Background: an optimization exercise with open tools, aiming at small area, a short achievable clock period and few clock cycles per item. Do not read the settings as production practice. In this exercise RTL edits were held to simulation tests only and were not proved equivalent to the original.

### flow/config.mk
export PLATFORM = sky130hd
export DESIGN_NAME = cmac16
export DESIGN_NICKNAME = cmac16
export VERILOG_FILES = /design/flow/design.v
export SDC_FILE = /design/flow/constraint.sdc
export NUM_CORES = 8
export LEC_CHECK = 0
export CAP_MARGIN = 20
export CORE_MARGIN = 2
export CORE_UTILIZATION = 25
export PLACE_DENSITY = 0.35
export SLEW_MARGIN = 20
### flow/constraint.sdc
create_clock -name core_clock -period 14.0 [get_ports {clk}]
set_input_delay 2.8000 -clock core_clock [delete_from_list [all_inputs] [get_ports {clk}]]
set_output_delay 2.8000 -clock core_clock [all_outputs]
set_load 0.01 [all_outputs]
### flow/design.v
module cmac16 (
    input  wire         clk,
    input  wire         rst,         
    input  wire         in_valid,
    output wire         in_ready,
    input  wire [5:0]   in_op,       
    input  wire [3:0]   in_lane,     
    input  wire [4:0]   in_shift,    
    input  wire         in_sat,      
    input  wire [255:0] in_x,        
    input  wire [255:0] in_w,        
    output reg          resp_valid,
    output reg          resp_ovf,
    output reg  [255:0] resp_data
);
    localparam OP_CMAC   = 6'h30;
    localparam OP_CMACZ  = 6'h31;
    localparam OP_CMACJ  = 6'h32;
    localparam OP_CMACJZ = 6'h33;
    localparam OP_CMACE  = 6'h34;
    localparam OP_CMACEZ = 6'h35;
    localparam OP_NARROW = 6'h38;
    localparam OP_NARROWS = 6'h39;
    assign in_ready = 1'b1;
    wire fire = in_valid & in_ready;
    wire is_mac    = (in_op >= OP_CMAC) && (in_op <= OP_CMACEZ);
    wire is_narrow = (in_op == OP_NARROW) || (in_op == OP_NARROWS);
    wire op_conj   = (in_op == OP_CMACJ) || (in_op == OP_CMACJZ);
    wire op_elem   = (in_op == OP_CMACE) || (in_op == OP_CMACEZ);
    wire op_repl   = (in_op == OP_CMACZ) || (in_op == OP_CMACJZ) || (in_op == OP_CMACEZ);
    reg  signed [31:0] acc_i [0:15];
    reg  signed [31:0] acc_q [0:15];
    wire [15:0] wsel = in_w[in_lane*16 +: 16];
    wire signed [31:0] nxt_i [0:15];
    wire signed [31:0] nxt_q [0:15];
    wire [15:0] mac_ovf_i, mac_ovf_q;
    wire [255:0] nar_data;
    wire [31:0]  nar_ovf;
    genvar g;
    generate
        for (g = 0; g < 16; g = g + 1) begin : lane
            wire signed [7:0] xi = in_x[16*g +: 8];
            wire signed [7:0] xq = in_x[16*g+8 +: 8];
            wire [15:0] wl = op_elem ? in_w[16*g +: 16] : wsel;
            wire signed [7:0] wi = wl[7:0];
            wire signed [7:0] wq = wl[15:8];
            wire signed [15:0] p_ii = xi * wi;
            wire signed [15:0] p_qq = xq * wq;
            wire signed [15:0] p_iq = xi * wq;
            wire signed [15:0] p_qi = xq * wi;
            wire signed [16:0] pi = op_conj ? (p_ii + p_qq) : (p_ii - p_qq);
            wire signed [16:0] pq = op_conj ? (p_qi - p_iq) : (p_iq + p_qi);
            wire signed [32:0] si = acc_i[g] + pi;
            wire signed [32:0] sq = acc_q[g] + pq;
            wire oi = si[32] != si[31];
            wire oq = sq[32] != sq[31];
            wire signed [31:0] fi = (oi && in_sat) ? (si[32] ? 32'sh80000000 : 32'sh7fffffff) : si[31:0];
            wire signed [31:0] fq = (oq && in_sat) ? (sq[32] ? 32'sh80000000 : 32'sh7fffffff) : sq[31:0];
            assign nxt_i[g] = op_repl ? {{15{pi[16]}}, pi} : fi;
            assign nxt_q[g] = op_repl ? {{15{pq[16]}}, pq} : fq;
            assign mac_ovf_i[g] = !op_repl && oi;
            assign mac_ovf_q[g] = !op_repl && oq;
            wire signed [31:0] shi = acc_i[g] >>> in_shift;
            wire signed [31:0] shq = acc_q[g] >>> in_shift;
            wire ni = ~((&shi[31:7]) | ~(|shi[31:7]));
            wire nq = ~((&shq[31:7]) | ~(|shq[31:7]));
            assign nar_data[16*g +: 8]   = (ni && in_sat) ? (shi[31] ? 8'h80 : 8'h7f) : shi[7:0];
            assign nar_data[16*g+8 +: 8] = (nq && in_sat) ? (shq[31] ? 8'h80 : 8'h7f) : shq[7:0];
            assign nar_ovf[2*g]   = ni;
            assign nar_ovf[2*g+1] = nq;
            always @(posedge clk) begin
                if (rst) begin
                    acc_i[g] <= 32'sd0;
                    acc_q[g] <= 32'sd0;
                end else if (fire && is_mac) begin
                    acc_i[g] <= nxt_i[g];
                    acc_q[g] <= nxt_q[g];
                end
            end
        end
    endgenerate
    always @(posedge clk) begin
        if (rst) begin
            resp_valid <= 1'b0;
            resp_ovf   <= 1'b0;
            resp_data  <= 256'd0;
        end else begin
            resp_valid <= fire;
            if (fire) begin
                if (is_mac)
                    resp_ovf <= |{mac_ovf_i, mac_ovf_q};
                else if (is_narrow)
                    resp_ovf <= |nar_ovf;
                else
                    resp_ovf <= 1'b0;
                resp_data <= is_narrow ? nar_data : 256'd0;
            end
        end
    end
endmodule
### flow/run.sh
#!/bin/bash
# synth_recipe.tcl (not shown) runs the flow's synth.tcl, then flattens the netlist and writes it again
# the make line also repeats each setting of config.mk as NAME=value (left out here)
make -C /OpenROAD-flow-scripts/flow DESIGN_CONFIG=/design/flow/config.mk WORK_HOME=/design/flow/orfs CLKGATE_MAP_FILE= SYNTH_SCRIPT=/design/flow/synth_recipe.tcl finish
==> run summary <==
cells in the final DEF, fill, tap and decap left out, types with 130 or more instances in the layout:
cell	instances
a211oi_1	478
a21o_1	1089
a21oi_1	3232
a22oi_1	316
a31oi_1	236
and2_1	1609
and3_1	151
buf_12	525
buf_4	7401
clkbuf_16	210
clkdlybuf4s50_1	775
dfxtp_1	1282
diode_2	130
fa_1	3582
ha_1	3421
inv_1	5725
mux2_2	466
mux2i_1	1105
mux4_2	777
nand2_1	3973
nand2b_1	302
nand3_1	379
nand4_1	165
nor2_1	2551
nor2b_1	1246
nor3_1	533
o211ai_1	248
o21a_1	285
o21ai_0	1921
o21bai_1	398
o221ai_1	195
o22ai_1	253
o31ai_1	132
or2_2	411
or3_1	187
xnor2_1	1942
xor2_1	818
final cells by class:
class,instances,share of cell area
Tap cell,18920,0.0520
Clock inverter,84,0.00279
Timing Repair Buffer,8730,0.163
Sequential cell,1282,0.0564
Multi-Input combinational cell,34690,0.664
Clock buffer,292,0.0132
Inverter,5738,0.0474
Antenna cell,130,0.000714
kinds of logic (layout without fill, tap and decap cells):
logic type	after synthesis	count (layout)	share of synthesized area
other	1	131	0.0000105
flip-flops	1282	1282	0.0721
buffers and inverters	8061	14844	0.0889
AO/OA/AOI/OAI	10369	10369	0.186
XOR/XNOR	2876	2876	0.0707
AND/OR/NAND/NOR	12049	12050	0.164
adder cells (fa/ha/maj)	7009	7009	0.322
multiplexers	2385	2385	0.0968
worst max-delay path: cells and delay by family:
| family | cells | cell delay (ps) |
|---|---|---|
| AOI/OAI and AO/OA | 17 | 2820 |
| adders and majority gates | 7 | 2870 |
| muxes | 2 | 950 |
| and+or+nand+nor | 10 | 2060 |
| xor gates and xnor gates | 3 | 690 |
| buffers and inverters | 15 | 2330 |
worst max-delay path by stage:
| stage | start | to | slack [ps] | cells after the start |
|---|---|---|---|---|
| 5_1_grt | in_w[90] | resp_ovf | -140 | 51 |
| 2_1_floorplan | in_lane[0] | acc_i[7][15] | -80 | 50 |
| 6_report | in_w[75] | resp_ovf | 250 | 54 |
| 3_3_place_gp | in_op[4] | acc_q[2][9] | -2110 | 53 |
| 3_5_place_dp | in_op[5] | acc_q[2][18] | -1830 | 54 |
| 4_1_cts | in_w[58] | resp_ovf | 20 | 49 |
sequential cells by signal (all words and copies together) (netlist names):
| signal | cells |
|---|---|
| acc_i | 512 |
| resp_ovf | 1 |
| resp_valid | 1 |
| resp_data | 256 |
| acc_q | 512 |
per-layer routing:
| layer | wire length [um] | vias to the layer above | track usage |
|---|---|---|---|
| li1 | - | 163220 | - |
| met5 | 694 | - | 0 |
| met4 | 59500 | 106 | 0.0668 |
| met3 | 151000 | 1721 | 0.0592 |
| met2 | 795000 | 11231 | 0.386 |
| met1 | 947000 | 178486 | 0.388 |
what timing repair did:
action                     in CTS  in global routing
resized for setup              14                360
setup buffers                   6                 24
hold buffers                    0                  0
gates cloned                    0                  3
pin swaps                       5                 62
setup endpoints to repair     124                973
==> flow_metrics.env <==
export IMPL_crit_type="in -> reg"
export IMPL_rsz0062_at_grt="true"
export IMPL_synth_top_area_cell="fa_1"
export IMPL_worstHoldPathCells=2
export IMPL_cp_arrival_ps=14650
export IMPL_drt_wirelength_per_cell_um=28.0
export IMPL_maxCapViolCount=0
export IMPL_area_growth_pct=27.8
export IMPL_cts_root_buf="clkbuf_16"
export IMPL_cts_tree="built"
export IMPL_ys_types=107
export IMPL_place_gp_congestion=0.948
export IMPL_slew_violations=0
export IMPL_wl_mm=1950
export IMPL_synth_ff_type="dfxtp_1"
export IMPL_path_max_fanout=14
export IMPL_ys_async_sr_fraction=0
export IMPL_synthTopCellsByCount="5733 x inv_1, 3988 x nand2_1, 3584 x fa_1, 3424 x ha_1, 3377 x a21oi_1"
export IMPL_setup_violations=0
export IMPL_hold_end="resp_data[21]"
export IMPL_slew_limit_headroom=0.0881
export IMPL_core_area_um2=1420000
export IMPL_viasPerCell=5.08
export IMPL_grt_max_degree=128
export IMPL_fp_dieW_mm=1.20
export IMPL_synth_seq_area_share=0.0721
export IMPL_grt_ovfl_total=0
export IMPL_fin_ws_ps=253
export IMPL_cts_sinks=1282
export IMPL_slowest_stage="fa_1"
export IMPL_max_freq_mhz=72.7
export IMPL_worst_setup_path_end_kind="flip-flop"
export IMPL_dp_cells=69326
export IMPL_area_sequential_um2=25700
export IMPL_final_cell_area_um2=455000
export IMPL_critical_path_max_stage_delay_ps=530
export IMPL_syn_area_um2=356000
export IMPL_critPathRequiredTime_ps=14900
export IMPL_synth_edf_count=0
export IMPL_grt_pass1_wl_mm=2730
export IMPL_startpoint_type="input port"
export IMPL_finalClockSkew_ps=88.7
export IMPL_dr_pass1_iters=7
export IMPL_min_period_ps=13750
export IMPL_post_route_period_util=0.982
export IMPL_post_route_util=0.320
export IMPL_pre_cts_ws_ps=-1830
export IMPL_numCtsBuffers=207
export IMPL_drc=0
export IMPL_hold_ws_ps=464
export IMPL_die_h_mm=1.20
export IMPL_htree_levels=4
export IMPL_dp_hpwl_mm=1630
export IMPL_synth_nets=51571
export IMPL_avgSynthCellArea_um2=8.09
export IMPL_placed_cell_area_um2=446000
export IMPL_nNetsFinal=58188
export IMPL_worstRegToRegCells=16
export IMPL_grt_pass1_vias=353436
export IMPL_drtIter0Drc=31475
export IMPL_dieArea_um2=1430000
export IMPL_hold_viol_final=0
export IMPL_holdCritStartpoint="resp_data[21]"
export IMPL_hold_path_class="reg -> reg"
export IMPL_ys_seq_elements=1282
export IMPL_cts_buffer_depth=4
export IMPL_r2r_end="resp_ovf"
export IMPL_synth_most_common_cell="inv_1"
export IMPL_grtUsageTotal=0.264
export IMPL_synth_area_leaders="fa_1 20%, ha_1 12%, dfxtp_1 7.2%, inv_1 6.0%, xnor2_1 5.0%"
export IMPL_ios=790
export IMPL_route_vias_total=354764
export IMPL_multi_input_area_um2=303000
export IMPL_worst_pin_slew_ps=1370
export IMPL_instances_no_fill=69866
export IMPL_io_buffers=788
export IMPL_status="finished clean"
export IMPL_synth_top_area_share=0.201
export IMPL_rows=438
export IMPL_worstSkewPairLatency_ps=1070
export IMPL_r2r_start="acc_i[10][29]"
export IMPL_drive_gt1_frac=0.211
export IMPL_setup_tns_ps=0
export IMPL_initial_core_util=0.251
export IMPL_ys_warnings_count=3
export IMPL_ant_nets=0
export IMPL_r2r_slack_ps=7950
export IMPL_num_fill_cells=151104
export IMPL_synthCells=44032
export IMPL_path_clk_slew_ps=60
export IMPL_antenna_found_initial=348
Testbench counts, summed over its fixed seeds: cycles 24,401, items 24,393.

## afterwards: timing with drivers on the ports
No port has a modelled driver above. Below, the same layout with a new extraction and two added sets of constraints.
Step 1 (the two cells are an assumption about what drives the block):
set clk [get_ports {clk}]
set_driving_cell -lib_cell sky130_fd_sc_hd__clkbuf_16 $clk
set_driving_cell -lib_cell sky130_fd_sc_hd__buf_2 [delete_from_list [all_inputs] $clk]
Step 2 also shifts input and output timing later by t, the mid clock arrival at the registers, as if the neighbouring blocks saw the same clock.
Three values: no drivers, after step 1, after step 2; two values: the first two.
shift t [ns]: 1.176
slack for setup (ns): 0.253 / 0.294 / -0.882
worst setup path at the end: input to register
worst register clock-pin slew, ns: 0.07 / 0.07
pins driven straight from the clock port: 1
Met with ideal ports but missed after step 2: setup timing in this run. For this run, drivers alone change the setup slack by +0.041 ns; drivers and shift together by -1.135 ns.
